This design comes from an exercise in tuning for small area, a short achievable clock period and few clock cycles on the open sky130 flow, not from production work. In this exercise RTL edits were held to simulation tests only and were not proved equivalent to the original. Power figures rest on the tool's default switching activity, not on a simulated workload.

// sha256_raw
module sha256_raw (
    input  wire         clk,
    input  wire         rst,           
    input  wire         start,         
    input  wire         init,          
    input  wire [255:0] state_in,      
    input  wire [7:0]   nblk,          
    output wire         idle,
    output reg          done,          
    output wire [255:0] state_out,
    input  wire         msg_valid,
    input  wire [31:0]  msg_data,
    output wire         msg_ready
);
    reg         busy;           
    reg         pre;            
    reg  [5:0]  t;              
    reg  [7:0]  left;           
    reg  [31:0] h0, h1, h2, h3, h4, h5, h6, h7;    
    reg  [31:0] A, B, C, E, F, G, T;
    reg  [31:0] XT;             
    reg  [31:0] XE;             
    reg  [31:0] w [0:15];       
    reg  [31:0] kr;             
    reg  [31:0] PT, PE;         
    reg  [31:0] S;              
    reg         t60, t61, t62, t63, last, needword;
    wire [5:0]  tn = t + 6'd1;
    wire        lastn = t63 & ~pre ? (left == 8'd2) : last;
    wire en = busy & (~needword | msg_valid);
    assign idle      = ~busy;
    assign msg_ready = busy & needword;
    assign state_out = {h0, h1, h2, h3, h4, h5, h6, h7};
    reg [31:0] kn;
    always @(*) begin
        case (t)
            6'd0:  kn = 32'h3956c25b; 6'd1:  kn = 32'h59f111f1;
            6'd2:  kn = 32'h923f82a4; 6'd3:  kn = 32'hab1c5ed5;
            6'd4:  kn = 32'hd807aa98; 6'd5:  kn = 32'h12835b01;
            6'd6:  kn = 32'h243185be; 6'd7:  kn = 32'h550c7dc3;
            6'd8:  kn = 32'h72be5d74; 6'd9:  kn = 32'h80deb1fe;
            6'd10: kn = 32'h9bdc06a7; 6'd11: kn = 32'hc19bf174;
            6'd12: kn = 32'he49b69c1; 6'd13: kn = 32'hefbe4786;
            6'd14: kn = 32'h0fc19dc6; 6'd15: kn = 32'h240ca1cc;
            6'd16: kn = 32'h2de92c6f; 6'd17: kn = 32'h4a7484aa;
            6'd18: kn = 32'h5cb0a9dc; 6'd19: kn = 32'h76f988da;
            6'd20: kn = 32'h983e5152; 6'd21: kn = 32'ha831c66d;
            6'd22: kn = 32'hb00327c8; 6'd23: kn = 32'hbf597fc7;
  ...
Size: ~1200 flip-flops, roughly 560 I/O pins, roughly 71000 sq um of cells after synthesis.
clock: 10.0 ns
lec_check: 0
cap_margin: 20
core_margin: 2
core_utilization: 30
cts_cluster_diameter: 80
cts_cluster_size: 30
slew_margin: 20
standard.sh (not shown) runs the stock make flow with config.mk's settings and CLKGATE_MAP_FILE= SYNTH_SCRIPT=/design/flow/synth_recipe.tcl, a recipe that flattens the netlist after the stock synthesis.
==> flow/flow/run.sh <==
#!/bin/bash
# The standard layout (standard.sh), with the smallest buffer cell on the
# ports and timing repair aiming 5.5 ns past the clock period.
export BUFFER_PORTS_ARGS="-buffer_cell sky130_fd_sc_hd__buf_1"
export SETUP_SLACK_MARGIN=5.5
bash standard.sh > standard.log 2>&1
Testbench counts at the start, summed over its fixed seeds: cycles 120,520.
Edit:
==> flow/flow/run.sh (replaced) <==
#!/bin/bash
# The standard layout (standard.sh), with the smallest buffer cell on the
# ports and timing repair aiming 6 ns past the clock period.
export BUFFER_PORTS_ARGS="-buffer_cell sky130_fd_sc_hd__buf_1"
export SETUP_SLACK_MARGIN=6
bash standard.sh > standard.log 2>&1
--- a/flow/config.mk
+++ b/flow/config.mk
@@ -9,5 +9,3 @@
 export CORE_MARGIN = 2
-export CORE_UTILIZATION = 30
-export CTS_CLUSTER_DIAMETER = 80
-export CTS_CLUSTER_SIZE = 30
+export CORE_UTILIZATION = 40
 export SLEW_MARGIN = 20
Power climbs by 13%. Final area goes up by 7.2%. Clock-buffer cell count goes up by 76. Sequential share of layout area shrinks by 2.5 points. Routed wire length drops by 1.7%.
Edit:
==> flow/flow/run.sh (replaced) <==
#!/bin/bash
# The standard layout (standard.sh), with the smallest buffer cell on the
# ports and timing repair aiming 5.5 ns past the clock period.
export BUFFER_PORTS_ARGS="-buffer_cell sky130_fd_sc_hd__buf_1"
export SETUP_SLACK_MARGIN=5.5
bash standard.sh > standard.log 2>&1
--- a/flow/config.mk
+++ b/flow/config.mk
@@ -10,2 +10,5 @@
 export CORE_UTILIZATION = 40
+export CTS_CLUSTER_DIAMETER = 80
+export CTS_CLUSTER_SIZE = 30
 export SLEW_MARGIN = 20
+export TNS_END_PERCENT = 10
What happened: Power shrinks by roughly a tenth; setup slack got worse by 180 ps; cell count shrinks by a few percent; count of clock-buffer cells in the layout shrinks by 74; core utilization shrinks by 4.1 points; synthesized cell count stays the same; critical path depth shrinks by 1; routed wire length shrinks by a few percent; maximum frequency shrinks by a few percent.
Edit:
--- a/flow/config.mk
+++ b/flow/config.mk
@@ -10,5 +10,4 @@
 export CORE_UTILIZATION = 40
-export CTS_CLUSTER_DIAMETER = 80
-export CTS_CLUSTER_SIZE = 30
+export CTS_CLUSTER_DIAMETER = 60
+export CTS_CLUSTER_SIZE = 25
 export SLEW_MARGIN = 20
-export TNS_END_PERCENT = 10
Via count climbs slightly. Routed wire length drops slightly. Global-route usage drops by 0.20 points. Setup slack improves by 140 ps. Cell count climbs slightly.

static timing again, ports no longer ideal:
The results above use ideal ports. As a check the final layouts listed here were re-extracted and re-timed, cells and wires unchanged. Step 1 sets driving cells, clkbuf_16 on the clock port and buf_2 on the other inputs (assumed; they add their load-dependent delay and slew). Step 2 moves the port delays by t, midway between the first and last clock arrival at a register: inputs arrive t later, outputs are due t later. That takes back most of the time a late clock gives input paths. a / b / c = no drivers / after step 1 / after step 2; a / b = the first two.
run	t, ns	slack for setup (ns)	hold slack, ns	slew at the worst register clock pin (ns)	pins driven straight from the clock port
the first run	0.856	5.524 / 5.524 / 4.772	0.386 / 0.386 / 0.386	0.12 / 0.12	1
the second run	0.891	5.597 / 5.597 / 5.125	0.412 / 0.412 / 0.412	0.07 / 0.07	1
the third run	0.829	5.415 / 5.415 / 4.658	0.393 / 0.393 / 0.393	0.11 / 0.11	1
the fourth run	0.876	5.559 / 5.558 / 4.857	0.397 / 0.397 / 0.397	0.10 / 0.10	1
After both steps every run listed still meets setup and hold. The setup slack of the third run, which loses most, moves by 0.000 ns with the drivers and by -0.757 ns with both steps.
